From an optimization exercise on the open Yosys and OpenROAD flow, aimed at small area; shortcuts taken in it are not production practice. Only simulation tests tie the RTL to the original design; equivalence was not proved.

==> design/flow/design.v <==
module pc_decim (
    input  wire         clk,
    input  wire         rst,
    input  wire         cfg_we,
    input  wire [1:0]   cfg_ch,
    input  wire [31:0]  cfg_data,
    input  wire         mod_tick,
    input  wire [3:0]   mod_bits,
    output wire [3:0]   pc_valid,
    output wire [3:0]   pc_settled,
    output wire [127:0] pc_word
);
    genvar c;
    generate
        for (c = 0; c < 4; c = c + 1) begin : g_ch
            pc_decim_chan u_chan (
                .clk      (clk),
                .rst      (rst),
                .cfg_we   (cfg_we && (cfg_ch == c)),
                .cfg_data (cfg_data),
                .mod_tick (mod_tick),
                .mod_bit  (mod_bits[c]),
                .valid    (pc_valid[c]),
                .settled  (pc_settled[c]),
                .word     (pc_word[32*c +: 32])
            );
        end
    endgenerate
endmodule
module pc_decim_chan (
    input  wire        clk,
    input  wire        rst,
    input  wire        cfg_we,
    input  wire [31:0] cfg_data,
    input  wire        mod_tick,
    input  wire        mod_bit,
    output reg         valid,
    output reg         settled,
    output reg  [31:0] word
);
    localparam W = 62;    
    reg        en;
    reg        raw, align, ofsbin;
    reg [1:0]  order;     
    reg [3:0]  l2osr;
    wire [1:0] new_order = cfg_data[26:25];
    wire [3:0] new_l2osr = cfg_data[24:21];
    wire       cfg_ok    = (new_order != 2'b11) && (new_l2osr >= 4'd4) && (new_l2osr <= 4'd12);
    wire       restart   = cfg_we && cfg_ok && cfg_data[31] &&
                           (!en || (new_order != order) || (new_l2osr != l2osr));
    reg [W-1:0] integ [0:4];
    reg [W-1:0] dly   [0:4];
    reg [11:0]  phase;         
    reg [2:0]   nsamp;         
    reg         close;         
    wire [2:0]  n_ord = {1'b0, order} + 3'd3;
    reg [W-1:0] integ_nx [0:4];
    integer i;
    always @* begin
        integ_nx[0] = integ[0] + (mod_bit ? {{(W-1){1'b0}}, 1'b1} : {W{1'b1}});
        for (i = 1; i < 5; i = i + 1)
            integ_nx[i] = integ[i] + integ_nx[i-1];
    end
    reg [W-1:0] comb  [0:4];
    reg [W-1:0] tap;
    always @* begin
        case (order)
            2'd0:    tap = integ[2];
            2'd1:    tap = integ[3];
            default: tap = integ[4];
        endcase
        comb[0] = tap - dly[0];
        for (i = 1; i < 5; i = i + 1)
            comb[i] = comb[i-1] - dly[i];
    end
    wire [W-1:0] sum = (order == 2'd0) ? comb[2] :
                       (order == 2'd1) ? comb[3] : comb[4];
    wire [5:0]  nl    = n_ord * l2osr;
    wire [4:0]  r     = (nl > 6'd23) ? 5'd23 : nl[4:0];
    wire [5:0]  shamt = nl - {1'b0, r};
    wire signed [W-1:0] shifted = $signed(sum) >>> shamt;
    wire [31:0] top_r = 32'd1 << r;                        
    wire [31:0] val   = (shifted == {{(W-32){1'b0}}, top_r}) ? (top_r - 32'd1)
                                                            : shifted[31:0];
    wire [31:0] ofs   = val + top_r;
    wire [31:0] sel   = (raw && ofsbin) ? ofs : val;
    wire [31:0] fmt   = (raw && align) ? (sel << (5'd31 - r)) : sel;
    always @(posedge clk) begin
        if (rst) begin
            en      <= 1'b0;
            raw     <= 1'b0;
            align   <= 1'b0;
            ofsbin  <= 1'b0;
            order   <= 2'b01;
            l2osr   <= 4'd8;
            phase   <= 12'd0;
            nsamp   <= 3'd0;
            close   <= 1'b0;
            valid   <= 1'b0;
            settled <= 1'b0;
            word    <= 32'd0;
            for (i = 0; i < 5; i = i + 1) begin
                integ[i] <= {W{1'b0}};
                dly[i]   <= {W{1'b0}};
            end
        end else begin
            valid <= 1'b0;
            close <= 1'b0;
            if (cfg_we && cfg_ok) begin
                en     <= cfg_data[31];
                raw    <= cfg_data[30];
                align  <= cfg_data[29];
                ofsbin <= cfg_data[28];
                order  <= new_order;
                l2osr  <= new_l2osr;
            end
            if (restart) begin
                phase <= 12'd0;
                nsamp <= 3'd0;
                for (i = 0; i < 5; i = i + 1) begin
                    integ[i] <= {W{1'b0}};
                    dly[i]   <= {W{1'b0}};
                end
            end else if (en && mod_tick) begin
                for (i = 0; i < 5; i = i + 1)
                    integ[i] <= integ_nx[i];
                if (phase == (12'd1 << l2osr) - 12'd1) begin
                    phase <= 12'd0;
                    close <= 1'b1;
                end else begin
                    phase <= phase + 12'd1;
                end
            end
            if (close && en) begin
                dly[0] <= tap;
                for (i = 1; i < 5; i = i + 1)
                    dly[i] <= comb[i-1];
                valid   <= 1'b1;
                settled <= (nsamp >= n_ord);
                word    <= fmt;
                if (nsamp != 3'd5)
                    nsamp <= nsamp + 3'd1;
            end
        end
    end
endmodule
==> design/flow/run.sh <==
#!/bin/bash
# synth_recipe.tcl (not shown) runs the flow's synth.tcl, then flattens the netlist and writes it again
# the make line also repeats each setting of config.mk as NAME=value (left out here)
make -C /OpenROAD-flow-scripts/flow DESIGN_CONFIG=/design/flow/config.mk WORK_HOME=/design/flow/orfs CLKGATE_MAP_FILE= SYNTH_SCRIPT=/design/flow/synth_recipe.tcl finish
==> design/flow/config.mk <==
export PLATFORM = sky130hd
export DESIGN_NAME = pc_decim
export DESIGN_NICKNAME = pc_decim
export VERILOG_FILES = /design/flow/design.v
export SDC_FILE = /design/flow/constraint.sdc
export NUM_CORES = 4
export LEC_CHECK = 0
export CAP_MARGIN = 20
export CORE_MARGIN = 2
export CORE_UTILIZATION = 25
export PLACE_DENSITY = 0.45
export SLEW_MARGIN = 20
==> design/flow/constraint.sdc <==
create_clock -name core_clock -period 25.0 [get_ports {clk}]
set_input_delay 5.0000 -clock core_clock [delete_from_list [all_inputs] [get_ports {clk}]]
set_output_delay 5.0000 -clock core_clock [all_outputs]
set_load 0.01 [all_outputs]
==> summary.txt <==
The number of detailed-route iterations in the first pass is 7. The netlist uses 133 different library cells. In this design, the critical path's most frequently occurring cell is o21ai_0. The total wire length is 1010000 microns. The summed instance area of the synthesized netlist came out at 272000 sq um. The number of hold violations in the final report came to 0. Counting the buffers created by CTS gives 388. After legalization and detailed placement, the total HPWL measured 761000 microns. The count of buffer and inverter cells on the critical path came out at 8. The worst setup path is launched from a flip-flop. The initial antenna violation count is 19. The routability congestion estimate came out at 0.906. The standard cell core area is 1090000 sq um. The largest fanout on the critical path came out at 27. The highest attainable clock frequency is 42.6 MHz.

Clock skew on the completed layout was measured at 0.110 ns. The first routing iteration left 17900 violations. The clock period minus worst slack is 23.45 ns. The number of levels in the clock H-tree came out at 5. The tree is rooted in a clkbuf_16. The number of buffers inserted for hold repair after clock tree synthesis is 0.

Counting the fill cells in the layout gives 118000. The part of the cycle the worst path needs came out at 0.938. The total via count after detailed routing came out at 273000. The arrival time at the worst endpoint is 24.39 ns.

The worst hold-check path type is reg2reg. Across every metal layer, demand over resource in global routing totals 0.175. In this run, placement finished with an instance count of 51600. The overall die width is 1050 microns.

The instance area after placement came out at 293000 sq um. The number of ports placed on the die boundary came out at 178. The synthesized instance count came out at 37900.

The slowest stage of the critical path belongs to the cell ha_1. The largest stage delay on the critical path is 0.60 ns.

TritonCTS built the clock tree. The count of input and output buffers came out at 155. The mean instance size in the synthesized netlist came out at 7.18 sq um. The floorplan step defined a die boundary enclosing 1100000 sq um. The post-synthesis to final-layout area growth came out at 12.5%. The number of global-route vias before repair came out at 262000.

Once detail routing completed, the nets flagged for antenna violations numbered 0. The aggregate negative setup slack is 0 ns. The most used flip-flop cell after synthesis is dfxtp_1. The warning count from the yosys run is 5. The post-CTS clock slew at the launch and capture registers of the worst setup and hold paths came out at 0.06 ns. The kind of end point of the critical path is a flip-flop. Yosys attributes the largest share of cell area to dfxtp_1 (20%), ha_1 (12%), a21oi_1 (8.3%), nand2_1 (6.5%), xnor2_1 (5.1%). The post-synthesis cell type with the largest combined area is dfxtp_1. The final layout contains 40300 nets.

Grouping stages by cell kind, the critical path spends the most delay in compound AO/OA/AOI/OAI gates. The first global-routing pass estimated 1560000 microns of wire. The library cell used most frequently in the layout, excluding fill and tap cells, is nand2_1. The transition time at the pin with the least slew margin is 1.28 ns.

The post-synthesis register bit count came out at 2720. The post-route non-filler standard cell count is 52400. In the routed layout, each cell is associated on average with a via count of 5.21. The share of the Yosys chip area taken by registers is 0.200.

The number of flops mapped to enable cells by yosys came out at 0. The share of cells above drive strength 1 came out at 0.0662. The TritonCTS sink count is 2720. The vertical die dimension is 1050 microns.

Setup violations remaining at the end of the flow were counted as 0. The final hold slack is 0.452 ns. The routed length per instance is 19.3 microns. The buffer depth of the longest clock path came out at 5. The headroom to the max-slew limit is 0.143.

Entering global routing, the biggest net connects 168 pins. For the worst-skew pair, the clock arrives at the later sink with an insertion delay of 1.10 ns.

STA puts the critical path data required time at 25.94 ns. The share of Yosys cell area claimed by the top area cell type came out at 0.200. The residual overflow from global routing came out at 0. The fraction of registers with async set/reset is 0. The number of placement rows is 383. For this run, design rule violations remaining after detail routing come to 0. The classification of the worst setup path is reg2reg.

The finished cells cover 307000 sq um. For this configuration, the core starts out at a cell density of 0.251. The flow ran to the end and the layout has no timing, DRC or antenna violations. The number of slew-limit violations in the final report was 0. The tool flagged a number of max-cap violations equal to 0.

The top cell types in the final layout, fill and taps aside, are nand2_1 (4698), a21oi_1 (4521), nor2_1 (3255), dfxtp_1 (2718), ha_1 (2609).
==> registers in the layout (all words and copies together) (netlist names) <==
| register | count |
|---|---|
| g_ch.u_chan.align | 4 |
| g_ch.u_chan.close | 4 |
| g_ch.u_chan.dly | 1240 |
| g_ch.u_chan.en | 4 |
| g_ch.u_chan.integ | 1240 |
| g_ch.u_chan.l2osr | 16 |
| g_ch.u_chan.nsamp | 12 |
| g_ch.u_chan.ofsbin | 4 |
| g_ch.u_chan.order | 8 |
| g_ch.u_chan.phase | 48 |
| g_ch.u_chan.raw | 4 |
| g_ch.u_chan.settled | 4 |
| g_ch.u_chan.valid | 4 |
| g_ch.u_chan.word | 128 |
==> worst min-delay path, stage by stage, from the launching register on <==
cell and delay, ns:
dfxtp_1 0.32, nand2_1 0.04, o21ai_0 0.05
==> through the flow <==
step	setup WS [ns]	util
2_1_floorplan	3.03	-
3_3_place_gp	0.429	0.270
3_5_place_dp	0.922	0.270
4_1_cts	0.772	0.281
5_1_grt	-0.00728	0.282
6_report	1.55	0.282
==> cells in the mapped netlist, types with 113 or more instances <==
master / number
a211o_1: 136
a211oi_1: 415
a21boi_0: 152
a21o_1: 1166
a21oi_1: 4531
a221oi_1: 123
a22o_1: 890
a22oi_1: 114
a31oi_1: 394
and2_1: 336
and3_1: 384
buf_1: 200
clkbuf_1: 1618
dfxtp_1: 2720
ha_1: 2628
inv_1: 2425
mux2_2: 173
mux2i_1: 420
nand2_1: 4716
nand2b_1: 392
nand3_1: 989
nand4_1: 339
nor2_1: 3278
nor2b_1: 358
nor3_1: 780
nor4_1: 143
o211ai_1: 302
o21a_1: 454
o21ai_0: 1833
o21bai_1: 348
o22ai_1: 123
o31a_1: 113
o31ai_1: 209
or2_2: 197
or3_1: 259
xnor2_1: 1573
xor2_1: 647
==> per-layer routing <==
metal  track usage  part of all wire
met2         0.298              0.46
met1         0.231              0.46
met5             0          0.000040
met4        0.0551             0.034
met3        0.0181             0.043
==> repair_timing <==
| item | CTS | global route |
|---|---|---|
| resized for setup | 0 | 147 |
| buffers inserted | 0 | 14 |
| endpoints found under the setup margin | 0 | 41 |
==> cells by family (layout without fill, tap and decap cells) <==
family / after synthesis / in the layout / synth area share
compound gates: 12700 / 12700 / 0.304
xor+xnor: 2230 / 2230 / 0.0722
fa+ha+maj: 2684 / 2684 / 0.125
buf+inv: 4347 / 4289 / 0.0606
flops: 2720 / 2720 / 0.200
mux: 654 / 654 / 0.0272
other cells: 1 / 37 / 0.0000138
simple gates: 12600 / 12600 / 0.211
==> cell type report <==
| cell class | count | area, sq um | area share |
|---|---|---|---|
| Multi-Input combinational cell | 30900 | 203000 | 0.662 |
| Sequential cell | 2720 | 54500 | 0.178 |
| Tap cell | 14400 | 18100 | 0.0589 |
| Clock buffer | 568 | 11300 | 0.0369 |
| Timing Repair Buffer | 1164 | 9260 | 0.0302 |
| Inverter | 2436 | 9190 | 0.0300 |
| Clock inverter | 121 | 1430 | 0.00467 |
| Antenna cell | 9 | 22.5 | 0.0000735 |
==> path summary, 6_finish.rpt <==
check | to | cells past startpoint | slack, ns | start
setup / recovery | g_ch[2].u_chan.word[30] | 102 | 1.55 | g_ch[2].u_chan.order[1]
hold / removal | g_ch[3].u_chan.dly[4][29] | 2 | 0.45 | g_ch[3].u_chan.dly[4][29]
hold reg to reg | g_ch[3].u_chan.dly[4][29] | 2 | 0.45 | g_ch[3].u_chan.dly[4][29]
setup reg to reg | g_ch[2].u_chan.word[30] | 102 | 1.55 | g_ch[2].u_chan.order[1]

-- static timing again, ports no longer ideal --
How much do the figures lean on ideal ports? The routed layout below was timed once more, with nothing changed but the port constraints.
Step 1: set_driving_cell puts a clkbuf_16 on clk and a buf_2 on each other input, an assumption about the parent block.
Step 2 adds t to the input delays and takes it off the output delays; t is the mean of the earliest and latest rising clock arrival at the registers after step 1. Input paths then give back, and output paths get back, about the clock's delay inside the block.
a / b / c = ideal / step 1 / step 2; a / b = the first two.
t (ns): 1.191
setup WS [ns]: 1.548 / 1.548 / 1.548
worst setup path at the end: register to register
clock arrival spread, ns: 0.113 / 0.112
worst slew at a driven data input, ns: 0.36
After both steps this run still meets setup and hold. The setup slack of this run moves by 0.000 ns with the drivers and by 0.000 ns with both steps.
